This design comes from an exercise in tuning for small area, a short achievable clock period and few clock cycles per item on the open sky130 flow, not from production work. RTL that was checked went through simulation tests only; none was proved equivalent to the original.

the previous run:
// ecc79_codec
module ecc79_codec (
    input  wire        clk,
    input  wire        rst,
    input  wire        in_valid,
    input  wire        in_mode,
    input  wire [78:0] in_word,
    output reg         out_valid,
    output reg  [78:0] out_word,
    output reg  [1:0]  out_status
);
Size in the first run: about 100 flip-flops, ~13000 sq um of cells after synthesis.
Settings: LEC_CHECK=0, CAP_MARGIN=20, CORE_MARGIN=2, CORE_UTILIZATION=40, SETUP_SLACK_MARGIN=0.5, SLEW_MARGIN=20; clock period 17.0 ns.
run.sh (not shown) runs the stock make flow with config.mk's settings and CLKGATE_MAP_FILE= SYNTH_SCRIPT=/design/flow/synth_recipe.tcl, a recipe that flattens the netlist after the stock synthesis.
Here is what was changed in the inputs of the current run compared with the previous run.
--- a/flow/design.v
+++ b/flow/design.v
@@ -232,25 +232,27 @@
     wire dpar = ^d;
     wire par_in  = dpar ^ (^in_word[78:64]);    
     wire par_enc = dpar ^ (^ec);
     reg        v1, mode1, par1;
     reg [63:0] d1;
     reg [14:0] hi1;    
-    reg [6:0]  s1r, s3r;
+    reg [6:0]  s1r, cpr;
+    reg        zr;
     always @(posedge clk) begin
         if (rst) v1 <= 1'b0;
         else     v1 <= in_valid;
         mode1 <= in_mode;
         d1    <= d;
         hi1   <= in_mode ? in_word[78:64] : {par_enc, ec};
         par1  <= par_in;
         s1r   <= s1;
-        s3r   <= s3;
+        zr    <= (s1 == 7'd0) && (s3 == 7'd0);
+        cpr   <= gf_mul(s3, inv_cube(s1));
     end
-    wire [6:0] cp = gf_mul(s3r, inv_cube(s1r));
-    wire       z  = (s1r == 7'd0) && (s3r == 7'd0);
+    wire [6:0] cp = cpr;
+    wire       z  = zr;
     wire [6:0] y0 = m_solve(cp);
     wire       one = (cp == 7'd1);
     wire       trc = gf_trace(cp) != 7'd0;
     wire [6:0] x1 = gf_mul(s1r, y0);
     wire [6:0] x2 = x1 ^ s1r;
     wire       ok1 = valid_loc(x1) || (x1 == 7'd0);
Notes after the runs:
When the current run is measured against the previous run, its number of non-clock buffers turns out 1.7% lower. Diff the previous run -> the current run | share of the clock period used by the worst path | decrease of 6.7 points. Transition time of the tightest slew-check pin for the current run is higher than for the previous run. Core util | the current run vs the previous run | the current run higher. The current run vs the previous run — post-route non-filler standard cell count dropped by a few percent. Between the previous run and the current run, the final period demand of the worst path is higher for the previous run. First-pass iteration count of the detailed router (lower): the current run. Of the current run and the previous run, it is the current run that has the lower post-route standard cell area excluding fillers. On the current run: setup slack is 1.14 ns higher than what the previous run gave. cpr[3] as the start point of the critical path was reported by the current run, and s3r[4] by the previous run. The current run — sequential cell count about 6% lower, the previous run as reference.
Testbench counts of the current run, summed over its fixed seeds: cycles 4,800, items 4,800.
For the previous run, only the layout was checked, not whether the RTL still works.

* * *

ecc79_codec with an RTL version that a note above also has.
Size in the first run: about 1400 cells after synthesis, ~97 flip-flops, ~170 I/O pins, ~12000 um2 of cells after synthesis.
==> flow/config.mk <==
export PLATFORM = sky130hd
export DESIGN_NAME = ecc79_codec
export DESIGN_NICKNAME = ecc79_codec
export VERILOG_FILES = /design/flow/design.v
export SDC_FILE = /design/flow/constraint.sdc
export NUM_CORES = 4
export LEC_CHECK = 0
export CAP_MARGIN = 20
export CORE_MARGIN = 2
export CORE_UTILIZATION = 40
export SETUP_SLACK_MARGIN = 0.5
export SLEW_MARGIN = 20
==> flow/constraint.sdc <==
create_clock -name core_clock -period 17.0 [get_ports {clk}]
set_input_delay 3.4000 -clock core_clock [delete_from_list [all_inputs] [get_ports {clk}]]
set_output_delay 3.4000 -clock core_clock [all_outputs]
set_load 0.01 [all_outputs]
standard.sh (not shown) runs the stock make flow with config.mk's settings and CLKGATE_MAP_FILE= SYNTH_SCRIPT=/design/flow/synth_recipe.tcl, a recipe that flattens the netlist after the stock synthesis.
==> flow/flow/run.sh <==
#!/bin/bash
# Standard synthesis and layout, with two changes: the port buffers use buf_1
# instead of the buffer_ports default (a delay buffer, clkdlybuf4s50_1), and
# timing repair aims for more setup slack than the clock period needs.
set -euo pipefail
bash standard.sh 'BUFFER_PORTS_ARGS=-buffer_cell sky130_fd_sc_hd__buf_1' \
    SETUP_SLACK_MARGIN=8.4 finish > standard.log 2>&1
Testbench counts at the start, summed over its fixed seeds: cycles 4,800, items 4,800.
Edit:
--- a/flow/design.v
+++ b/flow/design.v
@@ -232,30 +232,31 @@
     wire dpar = ^d;
     wire par_in  = dpar ^ (^in_word[78:64]);    
     wire par_enc = dpar ^ (^ec);
     reg        v1, mode1, par1;
     reg [63:0] d1;
     reg [14:0] hi1;    
-    reg [6:0]  s1r, cpr;
-    reg        zr;
+    reg [6:0]  s1r, yr;
+    reg        zr, oner, trr;
     always @(posedge clk) begin
         if (rst) v1 <= 1'b0;
         else     v1 <= in_valid;
         mode1 <= in_mode;
         d1    <= d;
         hi1   <= in_mode ? in_word[78:64] : {par_enc, ec};
         par1  <= par_in;
         s1r   <= s1;
         zr    <= (s1 == 7'd0) && (s3 == 7'd0);
-        cpr   <= gf_mul(s3, inv_cube(s1));
+        yr    <= m_solve(gf_mul(s3, inv_cube(s1)));
+        oner  <= gf_mul(s3, inv_cube(s1)) == 7'd1;
+        trr   <= gf_trace(gf_mul(s3, inv_cube(s1))) != 7'd0;
     end
-    wire [6:0] cp = cpr;
+    wire [6:0] y0 = yr;
     wire       z  = zr;
-    wire [6:0] y0 = m_solve(cp);
-    wire       one = (cp == 7'd1);
-    wire       trc = gf_trace(cp) != 7'd0;
+    wire       one = oner;
+    wire       trc = trr;
     wire [6:0] x1 = gf_mul(s1r, y0);
     wire [6:0] x2 = x1 ^ s1r;
     wire       ok1 = valid_loc(x1) || (x1 == 7'd0);
     wire       ok2 = valid_loc(x2);
     wire       single = one & ok2;             
     wire       fixable = trc & ok1 & ok2;      
The new run produced a clean layout.
First-iteration DRC count went up by 4.5%.
Worst hold slack gets better by 0.014 ns.
Sequential cell count went up by 1.
Global-route usage went up by 0.45 points.
Synthesized cell count went up by 0.36%.
Setup slack gets worse by 0.082 ns.
For the second run of this note, only the layout was checked, not whether the RTL still works.

* * *

Another version of the RTL of ecc79_codec (not shown whole).
Size: ~1500 cells after synthesis, roughly 170 I/O pins, roughly 0.013 mm² of cells after synthesis.
Settings: LEC_CHECK=0, CAP_MARGIN=20, CORE_MARGIN=2, CORE_UTILIZATION=40, SETUP_SLACK_MARGIN=0.5, SLEW_MARGIN=20; clock period 17.0 ns.
==> flow/flow/run.sh <==
#!/bin/bash
# Standard synthesis and layout, with two changes: the port buffers use buf_1
# instead of the buffer_ports default (a delay buffer, clkdlybuf4s50_1), and
# timing repair aims for more setup slack than the clock period needs.
set -euo pipefail
bash standard.sh 'BUFFER_PORTS_ARGS=-buffer_cell sky130_fd_sc_hd__buf_1' \
    SETUP_SLACK_MARGIN=8.8 finish > standard.log 2>&1
The starting point passed the timing, DRC and antenna checks.
Then changed:
--- a/flow/design.v
+++ b/flow/design.v
@@ -212,19 +212,19 @@
     assign ec[10] = ^(d & 64'h52a2d78a6784ee36);
     assign ec[11] = ^(d & 64'ha545af14cf09dc6c);
     assign ec[12] = ^(d & 64'h4a8b5e299e13b8d8);
     assign ec[13] = ^(d & 64'h9516bc533c2771b0);
     wire [13:0] rem = ec ^ in_word[77:64];
     wire [6:0] s1, s3;
-    assign s1[0] = ^(in_word[77:0] & 78'h881faa16f3959836ba3);
-    assign s1[1] = ^(in_word[77:0] & 78'h1102f542de72b306d746);
-    assign s1[2] = ^(in_word[77:0] & 78'h2204ea85bce5660dae8c);
-    assign s1[3] = ^(in_word[77:0] & 78'hc882faa16f3959836ba);
-    assign s1[4] = ^(in_word[77:0] & 78'h19105f542de72b306d74);
-    assign s1[5] = ^(in_word[77:0] & 78'h3220bea85bce5660dae8);
-    assign s1[6] = ^(in_word[77:0] & 78'h24407d50b79cacc1b5d1);
+    assign s1[0] = ^(rem & 14'h0881);
+    assign s1[1] = ^(rem & 14'h1102);
+    assign s1[2] = ^(rem & 14'h2204);
+    assign s1[3] = ^(rem & 14'h0c88);
+    assign s1[4] = ^(rem & 14'h1910);
+    assign s1[5] = ^(rem & 14'h3220);
+    assign s1[6] = ^(rem & 14'h2440);
     assign s3[0] = ^(rem & 14'h06a1);
     assign s3[1] = ^(rem & 14'h2130);
     assign s3[2] = ^(rem & 14'h2f88);
     assign s3[3] = ^(rem & 14'h0be2);
     assign s3[4] = ^(rem & 14'h2350);
     assign s3[5] = ^(rem & 14'h3098);
Effect: The changed run ran to the end with no violations. Core utilization is lower by 0.91 points. Cell area is lower by roughly a tenth. Synthesized cell count is lower by a little under a tenth. Setup slack improved by 0.22 ns. Worst hold slack improved by 0.0081 ns. Routed wire length is lower by about a fifth. Via count is lower by roughly a tenth. Die area is lower by a little under a tenth. Clock-buffer cell count stays the same. Sequential share of layout area is higher by 1.3 points. Non-clock buffer count is lower by 45.
No functional check of the RTL was part of any run of this note.

* * *

RTL: one of the versions met above, not the one the previous note started from.
Size: roughly 1400 cells after synthesis, roughly 97 flip-flops, roughly 170 I/O pins, about 0.012 mm^2 of cells after synthesis.
==> flow/config.mk <==
export PLATFORM = sky130hd
export DESIGN_NAME = ecc79_codec
export DESIGN_NICKNAME = ecc79_codec
export VERILOG_FILES = /design/flow/design.v
export SDC_FILE = /design/flow/constraint.sdc
export NUM_CORES = 4
export LEC_CHECK = 0
export CAP_MARGIN = 20
export CORE_MARGIN = 2
export CORE_UTILIZATION = 40
export SETUP_SLACK_MARGIN = 0.5
export SLEW_MARGIN = 20
==> flow/constraint.sdc <==
create_clock -name core_clock -period 17.0 [get_ports {clk}]
set_input_delay 3.4000 -clock core_clock [delete_from_list [all_inputs] [get_ports {clk}]]
set_output_delay 3.4000 -clock core_clock [all_outputs]
set_load 0.01 [all_outputs]
==> flow/flow/run.sh <==
#!/bin/bash
# Standard synthesis and layout, with two changes: the port buffers use buf_1
# instead of the buffer_ports default (a delay buffer, clkdlybuf4s50_1), and
# timing repair aims for more setup slack than the clock period needs.
set -euo pipefail
bash standard.sh 'BUFFER_PORTS_ARGS=-buffer_cell sky130_fd_sc_hd__buf_1' \
    SETUP_SLACK_MARGIN=8.4 finish > standard.log 2>&1
Edit:
--- a/flow/design.v
+++ b/flow/design.v
@@ -250,18 +250,56 @@
     end
     wire [6:0] cp = cpr;
     wire       z  = zr;
     wire [6:0] y0 = m_solve(cp);
     wire       one = (cp == 7'd1);
     wire       trc = gf_trace(cp) != 7'd0;
     wire [6:0] x1 = gf_mul(s1r, y0);
     wire [6:0] x2 = x1 ^ s1r;
-    wire       ok1 = valid_loc(x1) || (x1 == 7'd0);
-    wire       ok2 = valid_loc(x2);
+    wire [7:0]  u1 = 8'd1 << x1[2:0];
+    wire [15:0] hv1 = 16'd1 << x1[6:3];
+    wire [15:0] g1;
+    assign g1[0] = |(u1 & 8'h7f);
+    assign g1[1] = |(u1 & 8'h1f);
+    assign g1[2] = |(u1 & 8'h55);
+    assign g1[3] = |(u1 & 8'hab);
+    assign g1[4] = |(u1 & 8'hb9);
+    assign g1[5] = |(u1 & 8'hbb);
+    assign g1[6] = |(u1 & 8'hed);
+    assign g1[7] = |(u1 & 8'h66);
+    assign g1[8] = |(u1 & 8'h63);
+    assign g1[9] = |(u1 & 8'h0f);
+    assign g1[10] = |(u1 & 8'hef);
+    assign g1[11] = |(u1 & 8'he5);
+    assign g1[12] = |(u1 & 8'h53);
+    assign g1[13] = |(u1 & 8'hfc);
+    assign g1[14] = |(u1 & 8'h1e);
+    assign g1[15] = |(u1 & 8'h34);
+    wire [7:0]  u2 = 8'd1 << x2[2:0];
+    wire [15:0] hv2 = 16'd1 << x2[6:3];
+    wire [15:0] g2;
+    assign g2[0] = |(u2 & 8'h7e);
+    assign g2[1] = |(u2 & 8'h1f);
+    assign g2[2] = |(u2 & 8'h55);
+    assign g2[3] = |(u2 & 8'hab);
+    assign g2[4] = |(u2 & 8'hb9);
+    assign g2[5] = |(u2 & 8'hbb);
+    assign g2[6] = |(u2 & 8'hed);
+    assign g2[7] = |(u2 & 8'h66);
+    assign g2[8] = |(u2 & 8'h63);
+    assign g2[9] = |(u2 & 8'h0f);
+    assign g2[10] = |(u2 & 8'hef);
+    assign g2[11] = |(u2 & 8'he5);
+    assign g2[12] = |(u2 & 8'h53);
+    assign g2[13] = |(u2 & 8'hfc);
+    assign g2[14] = |(u2 & 8'h1e);
+    assign g2[15] = |(u2 & 8'h34);
+    wire       ok1 = |(hv1 & g1);
+    wire       ok2 = |(hv2 & g2);
     wire       single = one & ok2;             
     wire       fixable = trc & ok1 & ok2;      
     wire       fix = mode1 & (par1 ? single : fixable);
     wire       fixp = mode1 & (par1 ? z : single);
     wire [7:0]  l1, l2;
     wire [15:0] h1, h2;
     genvar gi;
     generate
What happened: Design area rose by 3.1%. Setup slack got worse by 0.032 ns. Flip-flop and latch count is unchanged. Utilization rises by 1.5 points. Die area is about the same. Critical path depth stays the same. Global-route usage goes down by 0.49 points. Via count climbs by about 2.7%.
No functional check of the RTL was part of any run of this note.

==> separate check: timing with driven ports <==
No port has a modelled driver above. Below, the same layouts with a new extraction and two added sets of constraints. Step 1 assumes that a clkbuf_16 drives the clock port and a buf_2 every other input. Step 2 also shifts input and output timing later by t, the mid clock arrival at the registers, as if the neighbouring blocks saw the same clock. Three values: no drivers, after step 1, after step 2; two values: the first two.
run	t, ns	slack for setup (ns)	hold slack, ns
the previous run	0.404	5.117 / 5.067 / 5.471	3.557 / 3.528 / 3.932
the current run	0.407	6.260 / 6.216 / 6.509	3.549 / 3.534 / 3.941
the first run of note 2	0.393	8.557 / 8.570 / 8.183	3.174 / 3.161 / 3.553
the second run of note 2	0.398	8.475 / 8.488 / 8.089	3.187 / 3.173 / 3.571
the first run of note 3	0.394	8.474 / 8.433 / 8.541	3.176 / 3.161 / 3.555
the second run of note 3	0.399	8.697 / 8.656 / 8.574	3.184 / 3.166 / 3.565
the first run of note 4	0.398	8.537 / 8.553 / 8.155	3.188 / 3.173 / 3.570
the second run of note 4	0.399	8.506 / 8.503 / 8.127	3.187 / 3.168 / 3.568
After both steps setup and hold are still met in every run listed. The setup slack of the second run of note 2, which loses most, moves by +0.013 ns with the drivers and by -0.386 ns with both steps.
